Context: an optimization exercise on an open-source flow, tuned for small area, a short achievable clock period and few clock cycles per item. The choices shown serve that exercise and are no tape-out recipe.
In this exercise RTL edits were held to simulation tests only and were not proved equivalent to the original.

[flow/config.mk]
export PLATFORM = sky130hd
export DESIGN_NAME = vrc_dec
export DESIGN_NICKNAME = vrc_dec
export VERILOG_FILES = /design/flow/design.v
export SDC_FILE = /design/flow/constraint.sdc
export NUM_CORES = 4
export LEC_CHECK = 0
export CAP_MARGIN = 35
export CELL_PAD_IN_SITES_DETAIL_PLACEMENT = 1
export CELL_PAD_IN_SITES_GLOBAL_PLACEMENT = 2
export CORE_MARGIN = 2
export CORE_UTILIZATION = 50
export PLACE_DENSITY = 0.65
export SLEW_MARGIN = 35
export SYNTH_MEMORY_MAX_BITS = 65536
[flow/constraint.sdc]
create_clock -name core_clock -period 22.0 [get_ports {clk}]
set_input_delay 4.4000 -clock core_clock [delete_from_list [all_inputs] [get_ports {clk}]]
set_output_delay 4.4000 -clock core_clock [all_outputs]
set_load 0.01 [all_outputs]
[flow/design.v]
module vrc_dec (
    input  wire        clk,
    input  wire        rst,
    input  wire        in_valid,
    output wire        in_ready,
    input  wire [31:0] in_data,
    input  wire [15:0] in_len,
    output reg         px_valid,
    output reg  [2:0]  px_count,
    output reg  [31:0] px_data,
    output reg         done,
    output reg  [2:0]  done_cause
);
    localparam S_HDR  = 3'd0,    
               S_DEC  = 3'd1,    
               S_RUN  = 3'd2,    
               S_END  = 3'd3,    
               S_FAIL = 3'd4;    
    reg  [2:0]  st;
    reg  [2:0]  cause;
    reg  [31:0] wreg;
    reg         wfull;
    reg  [13:0] wcnt;           
    reg  [15:0] blen;
    reg         blk_taken;      
    reg  [1:0]  w_hi;           
    reg         w_hdr, w_body, w_lastb;
    reg  [4:0]  w_trel;         
    reg         w_trl;
    wire [15:0] len_m1   = blen - 16'd1;
    wire [15:0] len_m9   = blen - 16'd9;
    wire [13:0] lastw    = len_m1[15:2];             
    wire [13:0] lastbw   = len_m9[15:2];             
    wire        hasbody  = (blen > 16'd24);
    wire [1:0]  nb_last  = len_m9[1:0];              
    wire [15:0] trel_in  = {wcnt, 2'b00} - blen + 16'd8;
    reg  [6:0]  avail;          
    wire        ring_free = !avail[6] && !(avail[5] && (avail[4:0] != 5'd0));
    wire        wgo      = wfull && (!w_body || ring_free || st == S_FAIL);
    assign in_ready = !blk_taken && (!wfull || wgo);
    wire        take     = in_valid && in_ready;
    wire        clr_ctx  = wgo && w_hdr && (w_hi == 2'd0);
    reg  [1:0]  mode;
    reg  [1:0]  pred_sel;
    reg         runoff;
    reg  [7:0]  fillv;
    reg  [5:0]  ppl;            
    reg  [6:0]  lines;          
    reg         hbad;
    wire [7:0]  wb0 = wreg[7:0];
    wire [7:0]  wb1 = wreg[15:8];
    wire [7:0]  wb2 = wreg[23:16];
    wire [7:0]  wb3 = wreg[31:24];
    wire [1:0]  h0_mode  = wb3[1:0];
    wire        h0_bad   = ({wb1, wb0} != 16'h5256) || (wb2 != 8'h01) || (wb3[7:6] != 2'b00) ||
                           (h0_mode == 2'd3) ||
                           ((h0_mode != 2'd0) && ((wb3[3:2] != 2'd0) || wb3[4]));
    wire [15:0] h1_ppl   = {wb1, wb0};
    wire        h1_bad   = (h1_ppl == 16'd0) || (h1_ppl > 16'd32) ||
                           (wb2 == 8'd0) || (wb2 > 8'd64) ||
                           ((mode != 2'd2) && (wb3 != 8'h00));
    wire        h3_bad   = (wb1 != 8'h00) || (wb2 != 8'h00) || (wb3 != 8'h00);
    reg  [31:0] pcrc;
    reg         tbad;
    reg  [31:0] slot0, slot1;
    reg         wslot;
    reg  [5:0]  ptr;
    reg         body_done;      
    wire [31:0] wstream = {wreg[7:0], wreg[15:8], wreg[23:16], wreg[31:24]};
    reg  [40:0] W;              
    reg  [4:0]  q;              
    integer u;
    always @(*) begin
        q = 5'd24;
        for (u = 23; u >= 0; u = u - 1)
            if (!W[40 - u]) q = u[4:0];
    end
    wire        q_esc   = (q == 5'd24);
    wire        marker  = q_esc && W[16];
    wire [40:0] Wq      = W << q;
    wire [6:0]  T7      = Wq[39:33];                    
    wire [7:0]  esc_pix = W[15:8];
    reg  [5:0]  x;
    reg  [6:0]  y;
    reg  [7:0]  na, nb, nc, nd;      
    reg  [7:0]  p0b;                 
    reg         ends_run;
    reg  [2:0]  kr;
    reg         resc;                
    reg         retry;               
    reg  [2:0]  k_hold;
    reg  [5:0]  run_left;
    reg  [31:0] crc;
    reg  [255:0] lbf;                
    wire [7:0]  lb0 = lbf[7:0];
    wire [7:0]  lb1 = lbf[15:8];
    wire        first_line = (y == 7'd0);
    wire [5:0]  ppl_x      = ppl - x;                   
    wire        x_last     = (ppl_x == 6'd1);
    wire [7:0] mx = (na > nb) ? na : nb;
    wire [7:0] mn = (na > nb) ? nb : na;
    wire [8:0] sum_ab = {1'b0, na} + {1'b0, nb};
    reg  [7:0] pred;
    always @(*) begin
        case (pred_sel)
            2'd0: begin
                if (nc >= mx)      pred = mn;
                else if (nc <= mn) pred = mx;
                else               pred = na + nb - nc;
            end
            2'd1: pred = na;
            2'd2: pred = nb;
            default: pred = sum_ab[8:1];
        endcase
    end
    reg  [8:0] s1;
    reg        g_db, g_bc;
    reg        s1_bad;               
    wire [8:0] s_ca = {1'b0, nc} - {1'b0, na};
    wire [8:0] t_ca = {1'b0, na} - {1'b0, nc};
    wire [7:0] d_ca = s_ca[8] ? t_ca[7:0] : s_ca[7:0];
    wire       g_ca = t_ca[8];
    wire [9:0] s1p1 = {1'b0, s1} + 10'd1;
    wire [9:0] act_p = s1p1 + {2'b00, nc} - {2'b00, na};
    wire [9:0] act_n = s1p1 + {2'b00, na} - {2'b00, nc};
    function [2:0] qfun;
        input [9:0] v;
        begin
            if (v[9:7] != 3'd0) qfun = 3'd7;
            else if (v[6])      qfun = 3'd6;
            else if (v[5])      qfun = 3'd5;
            else if (v[4])      qfun = 3'd4;
            else if (v[3])      qfun = 3'd3;
            else if (v[2])      qfun = 3'd2;
            else if (v[1])      qfun = 3'd1;
            else                qfun = 3'd0;
        end
    endfunction
    wire [2:0] qa_p = qfun(act_p);
    wire [2:0] qa_n = qfun(act_n);
    wire [2:0] qa   = s_ca[8] ? qa_n : qa_p;
    wire [5:0] ctx = {qa, g_db, g_bc, g_ca};
    wire run_mode = !runoff && !ends_run && (na == nb) && (nb == nc) && (nc == nd);
    function [2:0] kfun;
        input [13:0] A;
        input [5:0]  N;
        integer t;
        begin
            kfun = 3'd7;
            for (t = 6; t >= 0; t = t - 1)
                if (({8'd0, N} << t) >= A) kfun = t[2:0];
        end
    endfunction
    reg         wb_v;
    reg  [5:0]  wb_ctx;
    reg  [7:0]  wb_m;
    reg  [13:0] wb_A;                
    reg  [5:0]  wb_N;
    wire [13:0] wb_sum  = wb_A + {6'd0, wb_m};
    wire        wb_half = (wb_N == 6'd63);
    wire [13:0] new_A   = wb_half ? {1'b0, wb_sum[13:1]} : wb_sum;
    wire [5:0]  new_N   = wb_half ? 6'd32 : wb_N + 6'd1;
    wire [2:0]  new_k   = wb_half ? kfun({1'b0, wb_sum[13:1]}, 6'd32) : kfun(wb_sum, wb_N + 6'd1);
    function used_ctx;
        input integer i;
        used_ctx = !((i >= 1 && i <= 7) || i == 15);
    endfunction
    wire [64*4-1:0]  kflat;          
    wire [64*20-1:0] aflat;          
    genvar gi;
    generate
        for (gi = 0; gi < 64; gi = gi + 1) begin : ctxs
            if (used_ctx(gi)) begin : u
                reg        v;
                reg [2:0]  k;
                reg [19:0] an;
                always @(posedge clk) begin
                    if (wb_v && wb_ctx == gi) begin
                        an <= {new_A, new_N};
                        k  <= new_k;
                    end
                    if (clr_ctx)
                        v <= 1'b0;
                    else if (wb_v && wb_ctx == gi)
                        v <= 1'b1;
                end
                assign kflat[gi*4 +: 4]   = {v, k};
                assign aflat[gi*20 +: 20] = v ? an : {14'd4, 6'd1};
            end else begin : n
                assign kflat[gi*4 +: 4]   = 4'd0;
                assign aflat[gi*20 +: 20] = 20'd0;
            end
        end
    endgenerate
    function [19:0] anent;
        input integer i;
        begin
            if (i >= 1 && i <= 7)  anent = aflat[0 +: 20];
            else if (i == 15)      anent = aflat[14*20 +: 20];
            else                   anent = aflat[i*20 +: 20];
        end
    endfunction
    wire [19:0] anm0_0 = ctx[2] ? anent(4) : anent(0);
    wire [19:0] anm0_1 = ctx[2] ? anent(5) : anent(1);
    wire [19:0] anm0_2 = ctx[2] ? anent(6) : anent(2);
    wire [19:0] anm0_3 = ctx[2] ? anent(7) : anent(3);
    wire [19:0] anm0_8 = ctx[2] ? anent(12) : anent(8);
    wire [19:0] anm0_9 = ctx[2] ? anent(13) : anent(9);
    wire [19:0] anm0_10 = ctx[2] ? anent(14) : anent(10);
    wire [19:0] anm0_11 = ctx[2] ? anent(15) : anent(11);
    wire [19:0] anm0_16 = ctx[2] ? anent(20) : anent(16);
    wire [19:0] anm0_17 = ctx[2] ? anent(21) : anent(17);
    wire [19:0] anm0_18 = ctx[2] ? anent(22) : anent(18);
    wire [19:0] anm0_19 = ctx[2] ? anent(23) : anent(19);
    wire [19:0] anm0_24 = ctx[2] ? anent(28) : anent(24);
    wire [19:0] anm0_25 = ctx[2] ? anent(29) : anent(25);
    wire [19:0] anm0_26 = ctx[2] ? anent(30) : anent(26);
    wire [19:0] anm0_27 = ctx[2] ? anent(31) : anent(27);
    wire [19:0] anm0_32 = ctx[2] ? anent(36) : anent(32);
    wire [19:0] anm0_33 = ctx[2] ? anent(37) : anent(33);
    wire [19:0] anm0_34 = ctx[2] ? anent(38) : anent(34);
    wire [19:0] anm0_35 = ctx[2] ? anent(39) : anent(35);
    wire [19:0] anm0_40 = ctx[2] ? anent(44) : anent(40);
    wire [19:0] anm0_41 = ctx[2] ? anent(45) : anent(41);
    wire [19:0] anm0_42 = ctx[2] ? anent(46) : anent(42);
    wire [19:0] anm0_43 = ctx[2] ? anent(47) : anent(43);
    wire [19:0] anm0_48 = ctx[2] ? anent(52) : anent(48);
    wire [19:0] anm0_49 = ctx[2] ? anent(53) : anent(49);
    wire [19:0] anm0_50 = ctx[2] ? anent(54) : anent(50);
    wire [19:0] anm0_51 = ctx[2] ? anent(55) : anent(51);
    wire [19:0] anm0_56 = ctx[2] ? anent(60) : anent(56);
    wire [19:0] anm0_57 = ctx[2] ? anent(61) : anent(57);
    wire [19:0] anm0_58 = ctx[2] ? anent(62) : anent(58);
    wire [19:0] anm0_59 = ctx[2] ? anent(63) : anent(59);
    wire [19:0] anm1_0 = ctx[1] ? anm0_2 : anm0_0;
    wire [19:0] anm1_1 = ctx[1] ? anm0_3 : anm0_1;
    wire [19:0] anm1_8 = ctx[1] ? anm0_10 : anm0_8;
    wire [19:0] anm1_9 = ctx[1] ? anm0_11 : anm0_9;
    wire [19:0] anm1_16 = ctx[1] ? anm0_18 : anm0_16;
    wire [19:0] anm1_17 = ctx[1] ? anm0_19 : anm0_17;
    wire [19:0] anm1_24 = ctx[1] ? anm0_26 : anm0_24;
    wire [19:0] anm1_25 = ctx[1] ? anm0_27 : anm0_25;
    wire [19:0] anm1_32 = ctx[1] ? anm0_34 : anm0_32;
    wire [19:0] anm1_33 = ctx[1] ? anm0_35 : anm0_33;
    wire [19:0] anm1_40 = ctx[1] ? anm0_42 : anm0_40;
    wire [19:0] anm1_41 = ctx[1] ? anm0_43 : anm0_41;
    wire [19:0] anm1_48 = ctx[1] ? anm0_50 : anm0_48;
    wire [19:0] anm1_49 = ctx[1] ? anm0_51 : anm0_49;
    wire [19:0] anm1_56 = ctx[1] ? anm0_58 : anm0_56;
    wire [19:0] anm1_57 = ctx[1] ? anm0_59 : anm0_57;
    wire [19:0] anm2_0 = ctx[0] ? anm1_1 : anm1_0;
    wire [19:0] anm2_8 = ctx[0] ? anm1_9 : anm1_8;
    wire [19:0] anm2_16 = ctx[0] ? anm1_17 : anm1_16;
    wire [19:0] anm2_24 = ctx[0] ? anm1_25 : anm1_24;
    wire [19:0] anm2_32 = ctx[0] ? anm1_33 : anm1_32;
    wire [19:0] anm2_40 = ctx[0] ? anm1_41 : anm1_40;
    wire [19:0] anm2_48 = ctx[0] ? anm1_49 : anm1_48;
    wire [19:0] anm2_56 = ctx[0] ? anm1_57 : anm1_56;
    wire [19:0] anm3_0 = ctx[3] ? anm2_8 : anm2_0;
    wire [19:0] anm3_16 = ctx[3] ? anm2_24 : anm2_16;
    wire [19:0] anm3_32 = ctx[3] ? anm2_40 : anm2_32;
    wire [19:0] anm3_48 = ctx[3] ? anm2_56 : anm2_48;
    wire [19:0] anm4_0 = ctx[4] ? anm3_16 : anm3_0;
    wire [19:0] anm4_32 = ctx[4] ? anm3_48 : anm3_32;
    wire [19:0] anm5_0 = ctx[5] ? anm4_32 : anm4_0;
    wire [19:0] an_rd = anm5_0;
    function [3:0] ent;
        input integer i;
        begin
            if (i >= 1 && i <= 7)  ent = kflat[0 +: 4];
            else if (i == 15)      ent = kflat[14*4 +: 4];
            else                   ent = kflat[i*4 +: 4];
        end
    endfunction
    wire [3:0] km0_0 = ctx[2] ? ent(4) : ent(0);
    wire [3:0] km0_1 = ctx[2] ? ent(5) : ent(1);
    wire [3:0] km0_2 = ctx[2] ? ent(6) : ent(2);
    wire [3:0] km0_3 = ctx[2] ? ent(7) : ent(3);
    wire [3:0] km0_8 = ctx[2] ? ent(12) : ent(8);
    wire [3:0] km0_9 = ctx[2] ? ent(13) : ent(9);
    wire [3:0] km0_10 = ctx[2] ? ent(14) : ent(10);
    wire [3:0] km0_11 = ctx[2] ? ent(15) : ent(11);
    wire [3:0] km0_16 = ctx[2] ? ent(20) : ent(16);
    wire [3:0] km0_17 = ctx[2] ? ent(21) : ent(17);
    wire [3:0] km0_18 = ctx[2] ? ent(22) : ent(18);
    wire [3:0] km0_19 = ctx[2] ? ent(23) : ent(19);
    wire [3:0] km0_24 = ctx[2] ? ent(28) : ent(24);
    wire [3:0] km0_25 = ctx[2] ? ent(29) : ent(25);
    wire [3:0] km0_26 = ctx[2] ? ent(30) : ent(26);
    wire [3:0] km0_27 = ctx[2] ? ent(31) : ent(27);
    wire [3:0] km0_32 = ctx[2] ? ent(36) : ent(32);
    wire [3:0] km0_33 = ctx[2] ? ent(37) : ent(33);
    wire [3:0] km0_34 = ctx[2] ? ent(38) : ent(34);
    wire [3:0] km0_35 = ctx[2] ? ent(39) : ent(35);
    wire [3:0] km0_40 = ctx[2] ? ent(44) : ent(40);
    wire [3:0] km0_41 = ctx[2] ? ent(45) : ent(41);
    wire [3:0] km0_42 = ctx[2] ? ent(46) : ent(42);
    wire [3:0] km0_43 = ctx[2] ? ent(47) : ent(43);
    wire [3:0] km0_48 = ctx[2] ? ent(52) : ent(48);
    wire [3:0] km0_49 = ctx[2] ? ent(53) : ent(49);
    wire [3:0] km0_50 = ctx[2] ? ent(54) : ent(50);
    wire [3:0] km0_51 = ctx[2] ? ent(55) : ent(51);
    wire [3:0] km0_56 = ctx[2] ? ent(60) : ent(56);
    wire [3:0] km0_57 = ctx[2] ? ent(61) : ent(57);
    wire [3:0] km0_58 = ctx[2] ? ent(62) : ent(58);
    wire [3:0] km0_59 = ctx[2] ? ent(63) : ent(59);
    wire [3:0] km1_0 = ctx[1] ? km0_2 : km0_0;
    wire [3:0] km1_1 = ctx[1] ? km0_3 : km0_1;
    wire [3:0] km1_8 = ctx[1] ? km0_10 : km0_8;
    wire [3:0] km1_9 = ctx[1] ? km0_11 : km0_9;
    wire [3:0] km1_16 = ctx[1] ? km0_18 : km0_16;
    wire [3:0] km1_17 = ctx[1] ? km0_19 : km0_17;
    wire [3:0] km1_24 = ctx[1] ? km0_26 : km0_24;
    wire [3:0] km1_25 = ctx[1] ? km0_27 : km0_25;
    wire [3:0] km1_32 = ctx[1] ? km0_34 : km0_32;
    wire [3:0] km1_33 = ctx[1] ? km0_35 : km0_33;
    wire [3:0] km1_40 = ctx[1] ? km0_42 : km0_40;
    wire [3:0] km1_41 = ctx[1] ? km0_43 : km0_41;
    wire [3:0] km1_48 = ctx[1] ? km0_50 : km0_48;
    wire [3:0] km1_49 = ctx[1] ? km0_51 : km0_49;
    wire [3:0] km1_56 = ctx[1] ? km0_58 : km0_56;
    wire [3:0] km1_57 = ctx[1] ? km0_59 : km0_57;
    wire [3:0] km2_0 = ctx[0] ? km1_1 : km1_0;
    wire [3:0] km2_8 = ctx[0] ? km1_9 : km1_8;
    wire [3:0] km2_16 = ctx[0] ? km1_17 : km1_16;
    wire [3:0] km2_24 = ctx[0] ? km1_25 : km1_24;
    wire [3:0] km2_32 = ctx[0] ? km1_33 : km1_32;
    wire [3:0] km2_40 = ctx[0] ? km1_41 : km1_40;
    wire [3:0] km2_48 = ctx[0] ? km1_49 : km1_48;
    wire [3:0] km2_56 = ctx[0] ? km1_57 : km1_56;
    wire [3:0] km3_0 = ctx[3] ? km2_8 : km2_0;
    wire [3:0] km3_16 = ctx[3] ? km2_24 : km2_16;
    wire [3:0] km3_32 = ctx[3] ? km2_40 : km2_32;
    wire [3:0] km3_48 = ctx[3] ? km2_56 : km2_48;
    wire [3:0] km4_0 = ctx[4] ? km3_16 : km3_0;
    wire [3:0] km4_32 = ctx[4] ? km3_48 : km3_32;
    wire [3:0] km5_0 = ctx[5] ? km4_32 : km4_0;
    wire [3:0] crd = km5_0;
    wire        hit   = wb_v && (wb_ctx == ctx);
    wire [2:0]  k_eff = hit ? new_k : (crd[3] ? crd[2:0] : 3'd2);
    wire [13:0] A_eff = hit ? new_A : an_rd[19:6];
    wire [5:0]  N_eff = hit ? new_N : an_rd[5:0];
    reg  [7:0] m_k   [0:7];
    reg  [7:0] pix_k [0:7];
    reg        ovf_k [0:7];
    reg        fit_k [0:7];
    reg  [7:0] e_t;
    reg  [15:0] mf;
    integer kk;
    always @(*) begin
        for (kk = 0; kk < 8; kk = kk + 1) begin
            mf = ({11'd0, q} << kk) | ({9'd0, T7} >> (7 - kk));
            m_k[kk]   = mf[7:0];
            ovf_k[kk] = (mf > 16'd255);
            e_t       = mf[0] ? ~({1'b0, mf[7:1]}) : {1'b0, mf[7:1]};
            pix_k[kk] = pred + e_t;
            fit_k[kk] = ({2'b00, q} + 7'd1 + kk[6:0]) <= avail;
        end
    end
    wire [7:0] e_esc  = esc_pix - pred;
    wire [7:0] m_esc  = e_esc[7] ? ~(e_esc << 1) : (e_esc << 1);
    wire [7:0] koh = 8'd1 << k_eff;
    reg  [7:0] pix_sel, m_sel;
    integer si;
    always @(*) begin
        pix_sel = 8'd0;
        m_sel   = 8'd0;
        for (si = 0; si < 8; si = si + 1) begin
            pix_sel = pix_sel | (pix_k[si] & {8{koh[si]}});
            m_sel   = m_sel   | (m_k[si]   & {8{koh[si]}});
        end
    end
    wire [7:0] reg_pix = q_esc ? esc_pix : pix_sel;
    wire [7:0] reg_m   = q_esc ? m_esc : m_sel;
    wire [6:0] reg_len = q_esc ? 7'd33 : {2'b00, q} + 7'd1 + {4'd0, k_eff};
    wire       reg_ovf = !q_esc && ovf_k[k_eff];
    wire        resc_pre = q_esc && !resc;
    wire [15:0] r_len   = resc ? W[40:25] : (({11'd0, q} << kr) | ({9'd0, T7} >> (3'd7 - kr)));
    wire [6:0]  run_len = resc ? 7'd16 : resc_pre ? 7'd25 : {2'b00, q} + 7'd1 + {4'd0, kr};
    wire        run_bad = (r_len > {10'd0, ppl_x});
    wire [5:0]  r6      = r_len[5:0];
    wire [2:0]  run_s   = (r6 >= 6'd4) ? 3'd4 : r6[2:0];
    wire [2:0]  chunk4  = (ppl_x >= 6'd4) ? 3'd4 : ppl_x[2:0];
    wire [2:0]  left_s  = (run_left >= 6'd4) ? 3'd4 : run_left[2:0];
    wire [6:0]  raw_len = {1'b0, chunk4, 3'b000};
    wire is_vrc  = (mode == 2'd0);
    wire is_raw  = (mode == 2'd1);
    wire is_fill = (mode == 2'd2);
    wire in_dec  = (st == S_DEC) && !s1_bad;
    wire in_run  = (st == S_RUN);
    wire        do_run  = in_dec && is_vrc && run_mode;
    wire        do_reg  = in_dec && is_vrc && !run_mode;
    wire        esc_fit  = (avail >= 7'd33);
    wire        fast_fit = q_esc ? esc_fit : ({2'b00, q} + 7'd8 <= avail);
    wire        slow_fit = q_esc ? esc_fit : fit_k[k_hold];
    wire        reg_fit  = retry ? slow_fit : fast_fit;
    wire        reg_mv   = do_reg && reg_fit && !marker;
    wire        reg_fail = do_reg && ((marker && esc_fit) || (reg_fit && reg_ovf) ||
                                      (retry && !slow_fit && body_done));
    wire        run_fit  = (run_len <= avail);
    wire        pre_ok   = do_run && resc_pre && run_fit && !marker;
    wire        run_ok   = do_run && !resc_pre && run_fit;
    wire        run_fail = do_run && (run_fit ? (resc_pre ? marker : run_bad) : body_done);
    wire        raw_fit  = (raw_len <= avail);
    wire        raw_ok   = in_dec && is_raw && raw_fit;
    wire        raw_fail = in_dec && is_raw && !raw_fit && body_done;
    wire        fill_ok  = in_dec && is_fill;
    wire        dec_fail = reg_fail || run_fail || raw_fail;
    wire        le_run  = (r6 == ppl_x) && (r6 <= 6'd4);
    wire        le_left = (run_left <= 6'd4) && (run_left == ppl_x);
    wire        le_blk  = (ppl_x <= 6'd4);
    wire        run_mv  = (run_ok && run_s != 3'd0) || in_run;
    wire [2:0]  rs      = in_run ? left_s : run_s;       
    wire        blk_mv  = raw_ok || fill_ok;
    reg  [2:0]  s;             
    always @(*) begin
        if (run_mv)       s = rs;
        else if (blk_mv)  s = chunk4;
        else              s = {2'b00, reg_mv};
    end
    wire        moved    = reg_mv || run_mv || blk_mv;
    wire [5:0]  x_p1 = x + 6'd1, x_p2 = x + 6'd2, x_p3 = x + 6'd3, x_p4 = x + 6'd4;
    wire [5:0]  x_adv = (x_p1 & {6{s == 3'd1}}) | (x_p2 & {6{s == 3'd2}}) |
                        (x_p3 & {6{s == 3'd3}}) | (x_p4 & {6{s == 3'd4}});
    wire        line_end = reg_mv ? x_last : in_run ? le_left : run_ok ? le_run : le_blk;
    wire        last_line = (y + 7'd1 == {1'b0, lines});
    wire        resc_go = do_run && resc && run_fit;
    wire        runq_go = do_run && !resc && run_fit;           
    reg  [5:0]  a1;
    always @(*) begin
        if (resc_go)                 a1 = 6'd16;
        else if (runq_go)            a1 = {1'b0, q} + 6'd1;
        else if (reg_mv)             a1 = q_esc ? 6'd33 : {1'b0, q} + 6'd1;
        else if (raw_ok)             a1 = {chunk4, 3'b000};
        else                         a1 = 6'd0;
    end
    wire [2:0]  kx = (reg_mv && !q_esc) ? k_eff : (runq_go && !q_esc) ? kr : 3'd0;
    wire [4:0]  pb      = x[4:0] + 5'd2;
    reg  [7:0]  bd [0:3];
    reg  [4:0]  bp;
    integer bj;
    always @(*) begin
        for (bj = 0; bj < 4; bj = bj + 1) begin
            bp     = pb + ((bj[1:0] - pb[1:0]) & 2'd3);
            case (bp[4:2])
                3'd0: bd[bj] = lbf[8*(0*4) + 8*bj +: 8];
                3'd1: bd[bj] = lbf[8*(1*4) + 8*bj +: 8];
                3'd2: bd[bj] = lbf[8*(2*4) + 8*bj +: 8];
                3'd3: bd[bj] = lbf[8*(3*4) + 8*bj +: 8];
                3'd4: bd[bj] = lbf[8*(4*4) + 8*bj +: 8];
                3'd5: bd[bj] = lbf[8*(5*4) + 8*bj +: 8];
                3'd6: bd[bj] = lbf[8*(6*4) + 8*bj +: 8];
                default: bd[bj] = lbf[8*(7*4) + 8*bj +: 8];
            endcase
        end
    end
    wire [1:0]  pr      = pb[1:0];
    wire [7:0]  p2      = bd[pr];
    wire [7:0]  p3      = bd[pr + 2'd1];
    wire [7:0]  p4      = bd[pr + 2'd2];
    wire [7:0]  p5      = bd[pr + 2'd3];
    wire [2:0]  step    = reg_mv ? 3'd1 : rs;              
    reg  [7:0]  rd_c, rd_b, rd_d;
    always @(*) begin
        case (step)
            3'd1:    begin rd_c = nb; rd_b = nd; rd_d = p2; end
            3'd2:    begin rd_c = nd; rd_b = p2; rd_d = p3; end
            3'd3:    begin rd_c = p2; rd_b = p3; rd_d = p4; end
            default: begin rd_c = p3; rd_b = p4; rd_d = p5; end
        endcase
    end
    wire        rd_clip = ({1'b0, ppl_x} <= {1'b0, step} + 4'd1);
    wire [7:0]  wval    = do_reg ? reg_pix : na;           
    wire [31:0] xoh = 32'd1 << x[4:0];
    wire [31:0] wen = (do_reg ? xoh : 32'd0) |
                      (run_mv ? ((rs >= 3'd1 ? xoh : 32'd0) | (rs >= 3'd2 ? xoh << 1 : 32'd0) |
                                 (rs >= 3'd3 ? xoh << 2 : 32'd0) | (rs >= 3'd4 ? xoh << 3 : 32'd0))
                              : 32'd0);
    function [31:0] crc_byte;
        input [31:0] c;
        input [7:0]  dd;
        integer j;
        reg [31:0] v;
        begin
            v = c ^ {24'd0, dd};
            for (j = 0; j < 8; j = j + 1)
                v = v[0] ? ((v >> 1) ^ 32'hEDB88320) : (v >> 1);
            crc_byte = v;
        end
    endfunction
    wire [31:0] crc1 = crc_byte(crc,  px_data[7:0]);
    wire [31:0] crc2 = crc_byte(crc1, px_data[15:8]);
    wire [31:0] crc3 = crc_byte(crc2, px_data[23:16]);
    wire [31:0] crc4 = crc_byte(crc3, px_data[31:24]);
    wire [7:0]  pad_mask = ~(8'hFF >> avail[2:0]);
    wire        pad_bad  = (avail >= 7'd8) || ((W[40:33] & pad_mask) != 8'd0);
    wire        ld_go   = wgo && w_body;
    wire [6:0]  ld      = !ld_go ? 7'd0 : w_lastb ? {2'b00, nb_last, 3'b000} + 7'd8 : 7'd32;
    wire [31:0] slot0_n = (ld_go && !wslot) ? wstream : slot0;
    wire [31:0] slot1_n = (ld_go &&  wslot) ? wstream : slot1;
    wire [63:0] ring_n  = {slot0_n, slot1_n};
    wire [5:0]  rot1    = clr_ctx ? 6'd0 : ptr + a1;
    wire [127:0] rr     = {ring_n, ring_n} << rot1;
    wire [47:0] R1      = rr[127:80];
    wire [6:0]  av_base = avail + ld - {1'b0, a1};
    wire [7:0]  kxoh = 8'd1 << kx;
    reg  [6:0]  av_nx;
    reg  [5:0]  pt_nx;
    reg  [40:0] W_nx;
    reg  [6:0]  av_t;
    reg  [5:0]  pt_t;
    integer xk;
    always @(*) begin
        av_nx = 7'd0;
        pt_nx = 6'd0;
        W_nx  = 41'd0;
        for (xk = 0; xk < 8; xk = xk + 1) begin
            av_t  = av_base - xk[6:0];
            pt_t  = rot1 + xk[5:0];
            av_nx = av_nx | (av_t & {7{kxoh[xk]}});
            pt_nx = pt_nx | (pt_t & {6{kxoh[xk]}});
            W_nx  = W_nx  | (R1[47 - xk -: 41] & {41{kxoh[xk]}});
        end
    end
    function [8:0] adif;             
        input [7:0] u, v;
        reg [8:0] p, n;
        begin
            p = {1'b0, u} - {1'b0, v};
            n = {1'b0, v} - {1'b0, u};
            adif = p[8] ? {1'b0, n[7:0]} : {(p[7:0] != 8'd0), p[7:0]};
        end
    endfunction
    wire [8:0] e_db = adif(nd, nb);      
    wire [8:0] e_2d = adif(p2, nd);
    wire [8:0] e_32 = adif(p3, p2);
    wire [8:0] e_43 = adif(p4, p3);
    wire [8:0] e_54 = adif(p5, p4);
    function [10:0] s1of;
        input [8:0] ddb, dbc;        
        input       clip;
        begin
            if (clip) s1of = {1'b0, dbc[8], 1'b0, dbc[7:0]};
            else      s1of = {ddb[8], dbc[8], {1'b0, ddb[7:0]} + {1'b0, dbc[7:0]}};
        end
    endfunction
    wire [10:0] nx1 = s1of(e_2d, e_db, ppl_x <= 6'd2);
    wire [10:0] nx2 = s1of(e_32, e_2d, ppl_x <= 6'd3);
    wire [10:0] nx3 = s1of(e_43, e_32, ppl_x <= 6'd4);
    wire [10:0] nx4 = s1of(e_54, e_43, ppl_x <= 6'd5);
    reg  [10:0] nxs;
    always @(*) begin
        case (step)
            3'd1:    nxs = nx1;
            3'd2:    nxs = nx2;
            3'd3:    nxs = nx3;
            default: nxs = nx4;
        endcase
    end
    wire [7:0]  le_b  = (x == 6'd0) ? na : lb0;
    wire [7:0]  le_d  = (ppl == 6'd1) ? le_b : ((x <= 6'd1) ? na : lb1);
    wire [10:0] nxle  = s1of(adif(le_d, le_b), adif(le_b, p0b), 1'b0);
    wire [10:0] nxreg = s1of(adif(nd, nb), adif(nb, nc), 1'b0);
    integer i, li;
    reg [4:0] tp;
    always @(posedge clk) begin
        for (li = 0; li < 32; li = li + 1)
            if (wen[li]) lbf[8*li +: 8] <= wval;
        wb_v   <= reg_mv && !rst;
        wb_ctx <= ctx;
        wb_m   <= reg_m;
        wb_A   <= A_eff;
        wb_N   <= N_eff;
        k_hold <= k_eff;
        W      <= W_nx;
        px_count <= s;
        if (is_raw)
            px_data <= {W[16:9], W[24:17], W[32:25], W[40:33]};
        else if (is_fill)
            px_data <= {4{fillv}};
        else
            px_data <= {{3{na}}, wval};
        if (px_valid) begin
            case (px_count)
                3'd1:    crc <= crc1;
                3'd2:    crc <= crc2;
                3'd3:    crc <= crc3;
                default: crc <= crc4;
            endcase
        end
        if (rst) begin
            wfull     <= 1'b0;
            wcnt      <= 14'd0;
            blk_taken <= 1'b0;
            st        <= S_HDR;
            px_valid  <= 1'b0;
            done      <= 1'b0;
            done_cause <= 3'd0;
        end else begin
            px_valid <= moved;
            done     <= 1'b0;
            if (wgo) wfull <= 1'b0;
            if (take) begin
                wreg    <= in_data;
                wfull   <= 1'b1;
                wcnt    <= wcnt + 14'd1;
                w_hi    <= wcnt[1:0];
                w_hdr   <= (wcnt < 14'd4);
                w_body  <= (wcnt >= 14'd4) && hasbody && (wcnt <= lastbw);
                w_lastb <= (wcnt >= 14'd4) && hasbody && (wcnt == lastbw);
                w_trel  <= trel_in[4:0];
                w_trl   <= (wcnt >= 14'd4) && (trel_in + 16'd3 < 16'd11);
                if (wcnt == 14'd0) blen <= in_len;
                if (wcnt != 14'd0 && wcnt == lastw) blk_taken <= 1'b1;
            end
            if (wgo && w_hdr) begin
                case (w_hi)
                    2'd0: begin
                        mode      <= h0_mode;
                        pred_sel  <= wb3[3:2];
                        runoff    <= wb3[4];
                        hbad      <= h0_bad;
                        wslot     <= 1'b0;
                        body_done <= 1'b0;
                        tbad      <= 1'b0;
                    end
                    2'd1: begin
                        ppl   <= wb0[5:0];
                        lines <= wb2[6:0];
                        fillv <= wb3;
                        if (h1_bad) hbad <= 1'b1;
                    end
                    default: ;
                endcase
            end
            if (wgo && w_trl) begin
                for (i = 0; i < 4; i = i + 1) begin
                    tp = w_trel + i;
                    if (!tp[4] && !tp[3]) begin
                        case (tp[2:0])
                            3'd0: if (wreg[8*i +: 8] != {1'b0, lines}) tbad <= 1'b1;
                            3'd1: if (wreg[8*i +: 8] != 8'h00) tbad <= 1'b1;
                            3'd2: if (wreg[8*i +: 8] != 8'h00) tbad <= 1'b1;
                            3'd3: if (wreg[8*i +: 8] != 8'hC3) tbad <= 1'b1;
                            default: pcrc[8*(tp[1:0]) +: 8] <= wreg[8*i +: 8];
                        endcase
                    end
                end
            end
            if (wgo && w_body) begin
                if (wslot) slot1 <= wstream; else slot0 <= wstream;
                wslot <= ~wslot;
                if (w_lastb) body_done <= 1'b1;
            end
            if (clr_ctx) begin
                avail <= 7'd0;
                ptr   <= 6'd0;
            end else begin
                avail <= av_nx;
                ptr   <= pt_nx;
            end
            if (do_reg) retry <= !reg_mv;
            if (moved) begin
                x <= line_end ? 6'd0 : x_adv;
                if (run_mv) run_left <= (in_run ? run_left : r6) - {3'd0, rs};
                if (line_end) begin
                    y        <= y + 7'd1;
                    ends_run <= 1'b0;
                    nb  <= (x == 6'd0) ? wval : lb0;
                    na  <= (x == 6'd0) ? wval : lb0;
                    nd  <= (ppl == 6'd1) ? ((x == 6'd0) ? wval : lb0) :
                           ((x <= 6'd1) ? wval : lb1);
                    nc  <= p0b;
                    p0b <= (x == 6'd0) ? wval : lb0;
                end else begin
                    if (reg_mv) na <= reg_pix;
                    if (!first_line) begin
                        nc <= rd_c;
                        nb <= rd_b;
                        nd <= rd_clip ? rd_b : rd_d;
                    end
                end
            end
            if (s1_bad) begin
                {g_db, g_bc, s1} <= nxreg;
                s1_bad <= 1'b0;
            end else if (moved) begin
                if (line_end) begin
                    {g_db, g_bc, s1} <= nxle;
                    if (reg_mv && x <= 6'd1) s1_bad <= 1'b1;
                end else if (!first_line) begin
                    {g_db, g_bc, s1} <= nxs;
                end
            end
            if (reg_mv) ends_run <= 1'b0;
            if (pre_ok) resc <= 1'b1;
            if (run_ok) begin
                resc <= 1'b0;
                if ({2'b00, r6} >= ({5'd0, 3'd2} << kr))
                    kr <= (kr == 3'd7) ? 3'd7 : kr + 3'd1;
                else if (kr != 3'd0 && {2'b00, r6} < (8'd1 << (kr - 3'd1)))
                    kr <= kr - 3'd1;
                if (!line_end) ends_run <= 1'b1;
            end
            case (st)
                S_HDR: begin
                    if (wgo && w_hdr && w_hi == 2'd3) begin
                        x        <= 6'd0;
                        y        <= 7'd0;
                        na       <= 8'd0;
                        nb       <= 8'd0;
                        nc       <= 8'd0;
                        nd       <= 8'd0;
                        p0b      <= 8'd0;
                        ends_run <= 1'b0;
                        resc     <= 1'b0;
                        retry    <= 1'b0;
                        s1       <= 9'd0;
                        g_db     <= 1'b0;
                        g_bc     <= 1'b0;
                        s1_bad   <= 1'b0;
                        kr       <= 3'd3;
                        crc      <= 32'hFFFFFFFF;
                        if (hbad || h3_bad) begin
                            st <= S_FAIL; cause <= 3'd1;
                        end else if (mode == 2'd2 && hasbody) begin
                            st <= S_FAIL; cause <= 3'd2;
                        end else begin
                            st <= S_DEC;
                            if (!hasbody) body_done <= 1'b1;
                        end
                    end
                end
                S_DEC: begin
                    if (dec_fail) begin
                        st <= S_FAIL; cause <= 3'd2;
                    end else if (line_end && moved && last_line) begin
                        st <= S_END;
                    end else if (run_ok && r6 > 6'd4) begin
                        st <= S_RUN;
                    end
                end
                S_RUN: begin
                    if (line_end && last_line) st <= S_END;
                    else if (run_left <= 6'd4) st <= S_DEC;
                end
                S_END: begin
                    if (pad_bad) begin
                        st <= S_FAIL; cause <= 3'd2;
                    end else if (body_done && blk_taken && !wfull && !px_valid) begin
                        done <= 1'b1;
                        if (tbad)              done_cause <= 3'd3;
                        else if (~crc != pcrc) done_cause <= 3'd4;
                        else                   done_cause <= 3'd0;
                        st        <= S_HDR;
                        wcnt      <= 14'd0;
                        blk_taken <= 1'b0;
                    end
                end
                default: begin    
                    if (blk_taken && !wfull) begin
                        done       <= 1'b1;
                        done_cause <= cause;
                        st         <= S_HDR;
                        wcnt       <= 14'd0;
                        blk_taken  <= 1'b0;
                    end
                end
            endcase
        end
    end
endmodule
[flow/flow/run.sh]
#!/bin/bash
# The standard layout, with its timing repair aimed at a setup margin: the clock
# period and constraints stay the design's; repair_timing is asked to leave
# this much slack, so it keeps improving paths the 22 ns clock alone would not
# make it touch. The full make output goes to standard.log; ORFS keeps each
# step's own log under orfs/logs.
set -euo pipefail
bash standard.sh SETUP_SLACK_MARGIN=14 finish > standard.log 2>&1
[flow/standard.sh]
#!/bin/bash
# synth_recipe.tcl (not shown) runs the flow's synth.tcl, then flattens the netlist and writes it again
# the make line also repeats each setting of config.mk as NAME=value (left out here)
make -C /OpenROAD-flow-scripts/flow DESIGN_CONFIG=/design/flow/config.mk WORK_HOME=/design/flow/orfs CLKGATE_MAP_FILE= SYNTH_SCRIPT=/design/flow/synth_recipe.tcl "${@:-finish}"
==> results of run 1 <==
[worst max-delay path, delay by kind of cell, from the launching register on]
kind	cells	cell delay, ns
DFF	1	0.40
muxes	5	1.89
buffers and inverters	6	1.21
and+or+nand+nor	8	0.95
AOI/OAI and AO/OA	12	2.55
xor gates and xnor gates	2	0.41
adders and majority gates	3	0.72
[cell families after synthesis]
family,after synthesis,share of synthesized area
buf+inv,1111,0.0353
compound gates,3439,0.193
flops,2042,0.487
other cells,1,0.0000309
xor+xnor,770,0.0617
fa+ha+maj,657,0.0717
mux,635,0.0594
simple gates,2409,0.0921
[state kept, by name, indices dropped and copies added (netlist names), 8 cells and up]
register   count
na             8
ctxs.u.an   1120
wcnt          14
nc             8
wreg          32
crc           32
slot0         32
wb_m           8
nd             8
blen          16
ctxs.u.v      56
W             36
lbf          256
px_data       32
pcrc          32
ctxs.u.k     168
p0b            8
fillv          8
nb             8
wb_A          14
s1             9
slot1         32
[layer usage]
| layer | share of wire | vias to the layer above | global-route usage | wire length [um] |
|---|---|---|---|---|
| met1 | 0.38 | 51500 | 0.504 | 193000 |
| met4 | 0.073 | 14 | 0.238 | 37000 |
| met2 | 0.46 | 5824 | 0.635 | 236000 |
| met5 | 0.00017 | - | 0 | 86 |
| met3 | 0.082 | 1456 | 0.0627 | 41900 |
| li1 | - | 43000 | - | - |
[cell usage in the layout, fill, tap and decap left out, types with 77 or more instances in the layout]
master,count
sky130_fd_sc_hd__a211oi_1,274
sky130_fd_sc_hd__a31oi_1,115
sky130_fd_sc_hd__nand2_1,671
sky130_fd_sc_hd__o211ai_1,106
sky130_fd_sc_hd__buf_4,609
sky130_fd_sc_hd__o22ai_1,89
sky130_fd_sc_hd__inv_1,339
sky130_fd_sc_hd__ha_1,545
sky130_fd_sc_hd__a21oi_1,763
sky130_fd_sc_hd__xor2_1,221
sky130_fd_sc_hd__nor2b_1,77
sky130_fd_sc_hd__nor2_1,628
sky130_fd_sc_hd__o221ai_1,81
sky130_fd_sc_hd__edfxtp_1,1821
sky130_fd_sc_hd__nand2b_1,83
sky130_fd_sc_hd__a21o_1,192
sky130_fd_sc_hd__o21ai_0,430
sky130_fd_sc_hd__a221oi_1,312
sky130_fd_sc_hd__nor3_1,162
sky130_fd_sc_hd__xnor2_1,437
sky130_fd_sc_hd__dfxtp_1,199
sky130_fd_sc_hd__nand3_1,214
sky130_fd_sc_hd__mux2i_1,387
sky130_fd_sc_hd__nor2_2,85
sky130_fd_sc_hd__clkdlybuf4s50_1,90
sky130_fd_sc_hd__clkbuf_16,217
sky130_fd_sc_hd__a22oi_1,334
[timing repair]
item / 4_1_cts / 5_1_grt
gates cloned: 17 / 14
pin swaps: 98 / 177
setup buffers: 244 / 123
setup endpoints to repair: 620 / 323
resized for setup: 470 / 410
[final cells by class]
class                      count  share of cell area
multi-input combinational   7916               0.438
antenna                        2           0.0000353
clock buffer                 279              0.0397
timing repair inverter         3            0.000159
inverter                     403              0.0117
clock inverter               113              0.0101
tap                         3185              0.0281
timing repair buffer         823              0.0546
sequential                  2042               0.417
[final timing paths]
check                                 start          end  slack [ns]  cells past startpoint
worst max-delay path                  W[17]         W[8]       13.65                     36
worst min-delay path            ctxs[9].u.v  ctxs[9].u.v        0.50                      2
worst max register to register        W[17]         W[8]       13.65                     36
worst min register to register  ctxs[9].u.v  ctxs[9].u.v        0.50                      2
[synth_stat cells (all sizes together), types with 195 or more instances]
master  instances
a221oi        327
ha            593
inv           389
xor2          253
nor2          742
a21o          195
mux2i         491
a21oi         847
clkbuf        539
edfxtp       1821
nand2         699
a22oi         343
xnor2         514
dfxtp         221
nand3         218
a211oi        281
o21ai         505
==> results.sh, run 1 <==
export IMPL_placeableCoreArea_mm2=0.241
export IMPL_min_path_type="register to register"
export IMPL_crit_type="register to register"
export IMPL_start_util=0.503
export IMPL_postRouteWirelength_um=508000
export IMPL_timing_fmax_mhz=120
export IMPL_route_detailed_vias_per_inst=6.90
export IMPL_die_width_um=497
export IMPL_final_critical_path_setup_slack_ns=13.65
export IMPL_final_period_minus_worst_setup_slack_ns=8.35
export IMPL_synth_enable_flop_cells=1821
export IMPL_worstPathArrival_ns=9.13
export IMPL_timing_critical_path_fanout_max=58
export IMPL_final_core_utilization=0.588
export IMPL_htree_depth=4
export IMPL_slew_headroom=0.284
export IMPL_grt_setup_unrepaired="true"
export IMPL_yosys_most_used_dff="sky130_fd_sc_hd__edfxtp_1"
export IMPL_cts_made_buffers=208
export IMPL_clockBufferDepth=3
export IMPL_grt_pass1_vias=103000
export IMPL_critical_path_slowest_cell="sky130_fd_sc_hd__mux2i_1"
export IMPL_placement_io_buffers=91
export IMPL_areaGrowthSynthToFinish_pct=16.8
export IMPL_syn_avg_cell_area_um2=11.0
export IMPL_dieArea_mm2=0.247
export IMPL_number_of_drc_violations_after_detailed_routing=0
export IMPL_drt_first_iter_violations=11900
export IMPL_outcome="no timing/DRC/antenna violations"
export IMPL_cell_types_with_the_largest_area_share_after_synthesis="sky130_fd_sc_hd__edfxtp_1 45%, sky130_fd_sc_hd__ha_1 6.1%, sky130_fd_sc_hd__mux2i_1 4.1%"
export IMPL_pre_cts_slack_ns=11.23
export IMPL_endpoint_kind="register"
export IMPL_aggregate_negative_setup_slack_ns=0
export IMPL_drtAntennaViolNets=0
export IMPL_gr_usage_all_layers=0.395
export IMPL_ys_async_sr_fraction=0
export IMPL_fraction_of_final_layout_cells_sized_beyond_drive_strength_1=0.175
export IMPL_grt_start_max_net_pins=153
export IMPL_fin_area_mm2=0.142
export IMPL_route_detailed_wl_per_inst_um=34.4
export IMPL_worst_slew_pin_slew_ns=1.06
export IMPL_hold_violations_final=0
export IMPL_io_pins=92
export IMPL_synthDistinctLibCells=111
export IMPL_overflow=0
export IMPL_synth_seq_cells=2042
export IMPL_layoutNonFillerInstCount=14800
export IMPL_clock_sinks=2042
export IMPL_skew_ns=0.108
export IMPL_dieHeight_um=497
export IMPL_period_share=0.380
export IMPL_worst_setup_hold_path_clk_slew_ns=0.07
export IMPL_yosys_warnings=6
export IMPL_synth_largest_type_area_fraction=0.451
export IMPL_synth_fp_nets=11800
export IMPL_first_pass_iters=7
export IMPL_yosys_area_top_type="sky130_fd_sc_hd__edfxtp_1"
export IMPL_clock_tree_root_cell="sky130_fd_sc_hd__clkbuf_16"
export IMPL_placed_cells_incl_taps=14000
export IMPL_count_of_max_cap_constraint_violations=0
export IMPL_worst_skew_pair_late_latency_ns=0.93
export IMPL_required_ns=22.78
export IMPL_gp_routability_congestion=0.980
export IMPL_placed_area_mm2=0.127
export IMPL_fillerInstances=24500
export IMPL_hold_ws_ns=0.501
export IMPL_cpMostUsedCell="sky130_fd_sc_hd__mux2i_1"
export IMPL_detailedPlacementHpwl_um=337000
export IMPL_slowest_delay_ns=0.70
export IMPL_finalSetupViolations=0
export IMPL_grt_pass1_wl_um=718000
export IMPL_synth_yosys_seq_area_share=0.487
export IMPL_core_rowCount=180
export IMPL_antenna_found_initial=23
export IMPL_cts_tree="yes"
export IMPL_sequential_cell_area_mm2=0.0591
export IMPL_critical_path_startpoint_type="register"
export IMPL_netlist_instances=11100
export IMPL_multi_input_comb_area_mm2=0.0621
export IMPL_post_synth_instance_area_mm2=0.121
export IMPL_postCtsHoldBufs=0
export IMPL_vias=102000
export IMPL_finish_net_count=12100
export IMPL_finalMaxSlewViolations=0
Testbench counts, summed over its fixed seeds: cycles 208,470, pixels 318,010.
==> run 2, diff against run 1 <==
--- a/flow/config.mk
+++ b/flow/config.mk
@@ -11,4 +11,4 @@
 export CORE_MARGIN = 2
-export CORE_UTILIZATION = 50
-export PLACE_DENSITY = 0.65
+export CORE_UTILIZATION = 40
+export PLACE_DENSITY = 0.55
 export SLEW_MARGIN = 35
==> run 2 against run 1 <==
  * Largest cell class unchanged
  * Via count fell by 4.6%
  * Global-route usage down 7.6 points
  * Count of clock-buffer cells in the layout up 3
  * Still clean on timing, DRC and antenna
  * Critical path type unchanged
  * Sequential share of layout area decreased by 0.30 points
  * Die area is 25% higher
==> results.sh, run 2 <==
export IMPL_met1_usage=0.429
export IMPL_worst_slew_pin_slew_ns=1.00
export IMPL_dieArea_mm2=0.308
export IMPL_die_width_um=555
export IMPL_fraction_of_final_layout_cells_sized_beyond_drive_strength_1=0.171
export IMPL_synth_largest_type_area_fraction=0.451
export IMPL_gp_routability_congestion=0.914
export IMPL_worst_r2r_setup_slack_ns=14.04
export IMPL_yosys_most_used_dff="sky130_fd_sc_hd__edfxtp_1"
export IMPL_antenna_found_initial=27
export IMPL_first_pass_iters=6
export IMPL_whs_endpoint="ctxs[32].u.v"
export IMPL_synth_fp_nets=11800
export IMPL_synthTopCellsByCount="1821 x sky130_fd_sc_hd__edfxtp_1, 846 x sky130_fd_sc_hd__a21oi_1, 740 x sky130_fd_sc_hd__nor2_1, 696 x sky130_fd_sc_hd__nand2_1, 593 x sky130_fd_sc_hd__ha_1"
export IMPL_reg2regPathDepth=28
export IMPL_min_path_type="register to register"
export IMPL_outcome="no timing/DRC/antenna violations"
export IMPL_finish_net_count=12100
export IMPL_placement_io_buffers=91
export IMPL_layout_cells_most_common="sky130_fd_sc_hd__edfxtp_1"
export IMPL_critical_path_slowest_cell="sky130_fd_sc_hd__edfxtp_1"
export IMPL_critical_path_startpoint_type="register"
export IMPL_areaGrowthSynthToFinish_pct=17.7
export IMPL_synthDistinctLibCells=111
export IMPL_endpoint_kind="register"
export IMPL_most_common_cell_in_the_synthesized_netlist="sky130_fd_sc_hd__edfxtp_1"
export IMPL_clock_tree_root_cell="sky130_fd_sc_hd__clkbuf_16"
export IMPL_grt_start_max_net_pins=109
export IMPL_worstPathArrival_ns=8.48
export IMPL_skew_ns=0.123
export IMPL_finalSetupViolations=0
export IMPL_overflow=0
export IMPL_ys_async_sr_fraction=0
export IMPL_grt_pass1_vias=99000
export IMPL_count_of_max_cap_constraint_violations=0
export IMPL_top_register="ctxs.u.an"
export IMPL_dieHeight_um=555
export IMPL_placeableCoreArea_mm2=0.302
export IMPL_post_synth_instance_area_mm2=0.121
export IMPL_synth_enable_flop_cells=1821
export IMPL_number_of_drc_violations_after_detailed_routing=0
export IMPL_drtAntennaViolNets=0
export IMPL_cts_tree="yes"
export IMPL_fillerInstances=31700
export IMPL_globalRouteMet3Util=0.0329
export IMPL_worst_skew_pair_late_latency_ns=0.95
export IMPL_slew_headroom=0.330
export IMPL_timing_critical_path_fanout_max=32
export IMPL_detailedPlacementHpwl_um=352000
export IMPL_htree_depth=4
export IMPL_layout_top_registers="ctxs.u.an x1120, lbf x256, ctxs.u.k x168"
export IMPL_drt_first_iter_violations=8891
export IMPL_grt_setup_unrepaired="true"
export IMPL_crit_type="register to register"
export IMPL_largest_reg_flops=1120
export IMPL_end_of_the_worst_register_to_register_path="lbf[138]"
export IMPL_netlist_instances=11100
export IMPL_final_period_minus_worst_setup_slack_ns=7.96
export IMPL_clockBufferDepth=4
export IMPL_syn_avg_cell_area_um2=11.0
export IMPL_holdPathStages=2
export IMPL_slowest_delay_ns=0.55
export IMPL_timing_fmax_mhz=126
export IMPL_layout_common_cells="1821 x sky130_fd_sc_hd__edfxtp_1, 775 x sky130_fd_sc_hd__a21oi_1, 674 x sky130_fd_sc_hd__nand2_1, 648 x sky130_fd_sc_hd__nor2_1, 556 x sky130_fd_sc_hd__ha_1"
export IMPL_core_rowCount=202
export IMPL_hold_violations_final=0
export IMPL_grt_pass1_wl_um=723000
export IMPL_postRouteWirelength_um=507000
export IMPL_yosys_warnings=6
export IMPL_start_util=0.401
export IMPL_route_detailed_vias_per_inst=6.25
export IMPL_io_pins=92
export IMPL_aggregate_negative_setup_slack_ns=0
export IMPL_required_ns=22.52
export IMPL_gr_usage_all_layers=0.319
export IMPL_yosys_area_top_type="sky130_fd_sc_hd__edfxtp_1"
export IMPL_synth_seq_cells=2042
export IMPL_finalMaxSlewViolations=0
export IMPL_period_share=0.362
export IMPL_route_detailed_wl_per_inst_um=32.6
export IMPL_clock_sinks=2042
export IMPL_vias=97200
export IMPL_synth_yosys_seq_area_share=0.487
export IMPL_grt_util_met2=0.521
export IMPL_worstHoldStart="ctxs[32].u.v"
export IMPL_final_critical_path_setup_slack_ns=14.04
export IMPL_regToRegStartpoint="s1[3]"
export IMPL_pre_cts_slack_ns=11.27
export IMPL_worst_setup_hold_path_clk_slew_ns=0.06
export IMPL_top_usage_layer="met2"
export IMPL_cell_types_with_the_largest_area_share_after_synthesis="sky130_fd_sc_hd__edfxtp_1 45%, sky130_fd_sc_hd__ha_1 6.1%, sky130_fd_sc_hd__mux2i_1 4.1%"
export IMPL_cts_made_buffers=230
run 2: cell count changes in the layout (fill, tap and decap cells not counted), moves of 17 or more:
cell                        change
sky130_fd_sc_hd__buf_4         -60
sky130_fd_sc_hd__clkbuf_1      -17
sky130_fd_sc_hd__clkbuf_16     +21
sky130_fd_sc_hd__clkinv_2      +20
sky130_fd_sc_hd__mux2i_1       -25
sky130_fd_sc_hd__mux2i_4       +20
sky130_fd_sc_hd__nor2_1        +20
sky130_fd_sc_hd__nor2_2        -18
run 2: repair_timing:
action | CTS | global route
pin swaps | 72 | 139
endpoints found under the setup margin | 642 | 367
resized for setup | 481 | 345
buffers inserted | 201 | 105
cloned | 14 | 9
hold buffers | 0 | 0
run 2: critical path, delay by kind of cell, from the launching register on:
family	cells	cell delay [ns]
simple gates	8	2.02
compound gates	8	1.86
xor+xnor	2	0.51
flops	1	0.55
fa+ha+maj	2	0.95
buf+inv	8	1.50
run 2: metal layers:
metal	share of wire	vias to the layer above
met5	0.000083	-
met1	0.43	50300
met3	0.050	828
met2	0.47	3069
met4	0.050	6
li1	-	43000
run 2: cell families after synthesis:
group	Yosys count	synth area share
AO/OA/AOI/OAI	3439	0.193
AND/OR/NAND/NOR	2409	0.0921
flip-flops	2042	0.487
buffers and inverters	1111	0.0353
XOR/XNOR	770	0.0617
adder cells (fa/ha/maj)	657	0.0717
multiplexers	635	0.0594
other	1	0.0000309
run 2: final cells by class:
type,count,area [um2],share of cell area
sequential,2042,59200,0.414
clock inverter,144,1520,0.0106
tap,3978,4980,0.0348
multi-input combinational,7912,62100,0.434
antenna,18,45.0,0.000315
clock buffer,282,6070,0.0425
timing repair buffer,763,7310,0.0512
inverter,403,1670,0.0117
timing repair inverter,1,6.26,0.0000438
run 2: how the worst max path moves through the flow:
| stage | startpoint | endpoint | slack (ns) | cells past startpoint |
|---|---|---|---|---|
| 5_1_grt | x[1] | s1[7] | 13.74 | 44 |
| 4_1_cts | W[18] | W[33] | 13.97 | 37 |
| 2_1_floorplan | W[18] | W[19] | 14.01 | 43 |
| 3_5_place_dp | W[18] | W[33] | 11.27 | 38 |
| 3_3_place_gp | W[27] | W[33] | 11.44 | 39 |
| 6_report | s1[3] | lbf[138] | 14.04 | 28 |
run 2: per-stage QoR:
| step | instances | instance area, um2 | utilization | hold slack [ns] |
|---|---|---|---|---|
| 2_1_floorplan | 11100 | 122000 | - | 0.407 |
| 3_3_place_gp | 14800 | 128000 | 0.423 | 0.468 |
| 3_5_place_dp | 14800 | 128000 | 0.424 | 0.482 |
| 4_1_cts | 15400 | 140000 | 0.463 | 0.497 |
| 5_1_grt | 15500 | 143000 | 0.472 | 0.524 |
| 6_report | 15500 | 143000 | 0.472 | 0.488 |
==> run 3, diff against run 2 <==
--- a/flow/config.mk
+++ b/flow/config.mk
@@ -12,2 +12,3 @@
 export CORE_UTILIZATION = 40
+export CTS_BUF_LIST = sky130_fd_sc_hd__clkbuf_4
 export PLACE_DENSITY = 0.55
==> run 3 against run 2 <==
  * Still clean on timing, DRC and antenna
  * Sequential share of layout area about the same
  * Flip-flop and latch count unchanged
  * Synthesized cell count unchanged
  * Setup slack improved by 0.023 ns
  * Critical endpoint is now na[2]
==> results.sh, run 3 <==
export IMPL_route_detailed_vias_per_inst=6.15
export IMPL_largest_reg_flops=1120
export IMPL_drt_first_iter_violations=8526
export IMPL_min_path_type="register to register"
export IMPL_timing_critical_path_fanout_max=25
export IMPL_cell_types_with_the_largest_area_share_after_synthesis="sky130_fd_sc_hd__edfxtp_1 45%, sky130_fd_sc_hd__ha_1 6.1%, sky130_fd_sc_hd__mux2i_1 4.1%"
export IMPL_drtAntennaViolNets=0
export IMPL_layout_cells_most_common="sky130_fd_sc_hd__edfxtp_1"
export IMPL_die_width_um=555
export IMPL_period_share=0.361
export IMPL_critical_path_startpoint_type="register"
export IMPL_count_of_max_cap_constraint_violations=0
export IMPL_worst_r2r_setup_slack_ns=14.06
export IMPL_finalSetupViolations=0
export IMPL_core_rowCount=202
export IMPL_dr_max_layer_used="met5"
export IMPL_htree_depth=6
export IMPL_clock_sinks=2042
export IMPL_postCtsHoldBufs=0
export IMPL_synth_largest_type_area_fraction=0.451
export IMPL_io_pins=92
export IMPL_antenna_found_initial=26
export IMPL_synth_enable_flop_cells=1821
export IMPL_hold_violations_final=0
export IMPL_layout_top_registers="ctxs.u.an x1120, lbf x256, ctxs.u.k x168"
export IMPL_fraction_of_final_layout_cells_sized_beyond_drive_strength_1=0.210
export IMPL_synth_fp_nets=11800
export IMPL_cts_tree="yes"
export IMPL_sequential_cell_area_mm2=0.0592
export IMPL_syn_avg_cell_area_um2=11.0
export IMPL_final_period_minus_worst_setup_slack_ns=7.94
export IMPL_finalMaxSlewViolations=0
export IMPL_yosys_area_top_type="sky130_fd_sc_hd__edfxtp_1"
export IMPL_layoutNonFillerInstCount=16100
export IMPL_worst_slew_pin_slew_ns=1.09
export IMPL_fin_area_mm2=0.143
export IMPL_gr_usage_all_layers=0.322
export IMPL_first_pass_iters=9
export IMPL_placed_cells_incl_taps=14800
export IMPL_aggregate_negative_setup_slack_ns=0
export IMPL_skew_ns=0.194
export IMPL_crit_type="register to register"
export IMPL_outcome="no timing/DRC/antenna violations"
export IMPL_synth_yosys_seq_area_share=0.487
export IMPL_number_of_drc_violations_after_detailed_routing=0
export IMPL_finish_net_count=12400
export IMPL_grt_pass1_wl_um=731000
export IMPL_synthDistinctLibCells=111
export IMPL_gp_routability_congestion=0.914
export IMPL_worstPathArrival_ns=9.09
export IMPL_detailedPlacementHpwl_um=352000
export IMPL_fillerInstances=32300
export IMPL_endpoint_kind="register"
export IMPL_wire_length_on_met3_um=27700
export IMPL_areaGrowthSynthToFinish_pct=17.6
export IMPL_clock_tree_root_cell="sky130_fd_sc_hd__clkbuf_4"
export IMPL_grt_pass1_vias=102000
export IMPL_timing_critical_path_max_delay_family="simple AND/OR/NAND/NOR gates"
export IMPL_placeableCoreArea_mm2=0.302
export IMPL_post_synth_instance_area_mm2=0.121
export IMPL_grt_start_max_net_pins=109
export IMPL_dieHeight_um=555
export IMPL_wl_met2_um=240000
export IMPL_dieArea_mm2=0.308
export IMPL_yosys_warnings=6
export IMPL_vias=99100
export IMPL_worst_setup_hold_path_clk_slew_ns=0.06
export IMPL_top_register="ctxs.u.an"
export IMPL_critical_path_slowest_cell="sky130_fd_sc_hd__edfxtp_1"
export IMPL_met1_length_um=218000
export IMPL_start_util=0.401
export IMPL_ys_async_sr_fraction=0
export IMPL_synth_seq_cells=2042
export IMPL_postRouteWirelength_um=512000
export IMPL_clockBufferDepth=4
export IMPL_route_detailed_wl_per_inst_um=31.7
export IMPL_critPathBufInv=6
export IMPL_placed_area_mm2=0.128
export IMPL_most_common_cell_in_the_synthesized_netlist="sky130_fd_sc_hd__edfxtp_1"
export IMPL_overflow=0
export IMPL_synthTopCellsByCount="1821 x sky130_fd_sc_hd__edfxtp_1, 846 x sky130_fd_sc_hd__a21oi_1, 740 x sky130_fd_sc_hd__nor2_1, 696 x sky130_fd_sc_hd__nand2_1, 593 x sky130_fd_sc_hd__ha_1"
export IMPL_slowest_delay_ns=0.55
export IMPL_slew_headroom=0.261
export IMPL_grt_setup_unrepaired="true"
export IMPL_placement_io_buffers=91
export IMPL_layout_common_cells="1821 x sky130_fd_sc_hd__edfxtp_1, 828 x sky130_fd_sc_hd__clkbuf_4, 771 x sky130_fd_sc_hd__a21oi_1, 672 x sky130_fd_sc_hd__nand2_1, 641 x sky130_fd_sc_hd__nor2_1"
export IMPL_cts_made_buffers=574
export IMPL_multi_input_comb_area_mm2=0.0620
export IMPL_timing_fmax_mhz=126
export IMPL_worst_skew_pair_late_latency_ns=1.52
export IMPL_required_ns=23.15
export IMPL_yosys_most_used_dff="sky130_fd_sc_hd__edfxtp_1"
export IMPL_netlist_instances=11100
-- run 3: kinds of logic (layout without fill, tap and decap cells) --
| kind of cell | after synthesis | after routing | share of synthesized area |
|---|---|---|---|
| simple gates | 2409 | 2411 | 0.0921 |
| fa+ha+maj | 657 | 657 | 0.0717 |
| xor+xnor | 770 | 770 | 0.0617 |
| flops | 2042 | 2042 | 0.487 |
| compound gates | 3439 | 3440 | 0.193 |
| mux | 635 | 636 | 0.0594 |
| other cells | 1 | 20 | 0.0000309 |
| buf+inv | 1111 | 2169 | 0.0353 |
-- run 3: final timing paths --
kind                            start         end  cells after the start
worst min register to register  W[25]  px_data[8]                      1
worst max register to register  s1[3]       na[2]                     29
worst min-delay path            W[25]  px_data[8]                      1
worst max-delay path            s1[3]       na[2]                     29
-- run 3: cell type report --
type / count / share of cell area
Multi-Input combinational cell: 7915 / 0.434
Timing Repair Buffer: 767 / 0.0517
Tap cell: 3978 / 0.0349
Antenna cell: 19 / 0.000333
Clock buffer: 828 / 0.0436
Timing Repair inverter: 1 / 0.0000439
Inverter: 403 / 0.0117
Sequential cell: 2042 / 0.415
Clock inverter: 170 / 0.00867
-- run 3: worst reg2reg max path: cells and delay by family, from the launching register on --
family / cells / cell delay (ns)
and+or+nand+nor: 10 / 2.34
buffers and inverters: 6 / 1.27
AOI/OAI and AO/OA: 9 / 1.95
xor gates and xnor gates: 2 / 0.53
adders and majority gates: 2 / 0.95
DFF: 1 / 0.55
-- run 3: repair_timing --
action	in CTS	in global routing
setup endpoints to repair	633	349
setup buffers	214	97
gates resized for setup	500	328
pin swaps	79	134
cloned	20	7
-- run 3: per-layer routing --
layer,up-vias,global-route usage
met5,-,0
met4,8,0.152
met3,922,0.0427
met2,3385,0.524
met1,50700,0.425
li1,44100,-
-- run 3: through the flow --
stage / util / setup WS (ns) / hold WS (ns)
after detailed placement: 0.424 / 11.27 / 0.482
final: 0.472 / 14.06 / 0.484
after floorplan: - / 14.01 / 0.407
after global placement: 0.423 / 11.44 / 0.468
after CTS: 0.463 / 13.98 / 0.466
after global routing: 0.472 / 13.74 / 0.497

## separate check: timing with driven ports
The flow's constraints put no driver on any port. The routed layouts listed below were extracted and timed again, unchanged, in two steps. Step 1, drivers: a clkbuf_16 drives clk and a buf_2 each remaining input, both assumed. Step 2, shift: input delay + t, output delay - t, t = (earliest + latest rising clock arrival at the registers) / 2. This alone moves slack from input paths to output paths. Slacks: ideal ports / drivers / drivers and shift; pairs: ideal ports / drivers.
run	t, ns	slack for setup (ns)	latest minus earliest clock arrival (ns)	worst register clock-pin slew, ns
run 1	0.982	13.648 / 13.648 / 13.648	0.110 / 0.110	0.08 / 0.08
run 2	0.992	14.040 / 14.035 / 14.040	0.126 / 0.127	0.07 / 0.07
run 3	1.524	14.062 / 14.062 / 14.062	0.201 / 0.200	0.09 / 0.09
After both steps setup and hold are still met in every run listed.
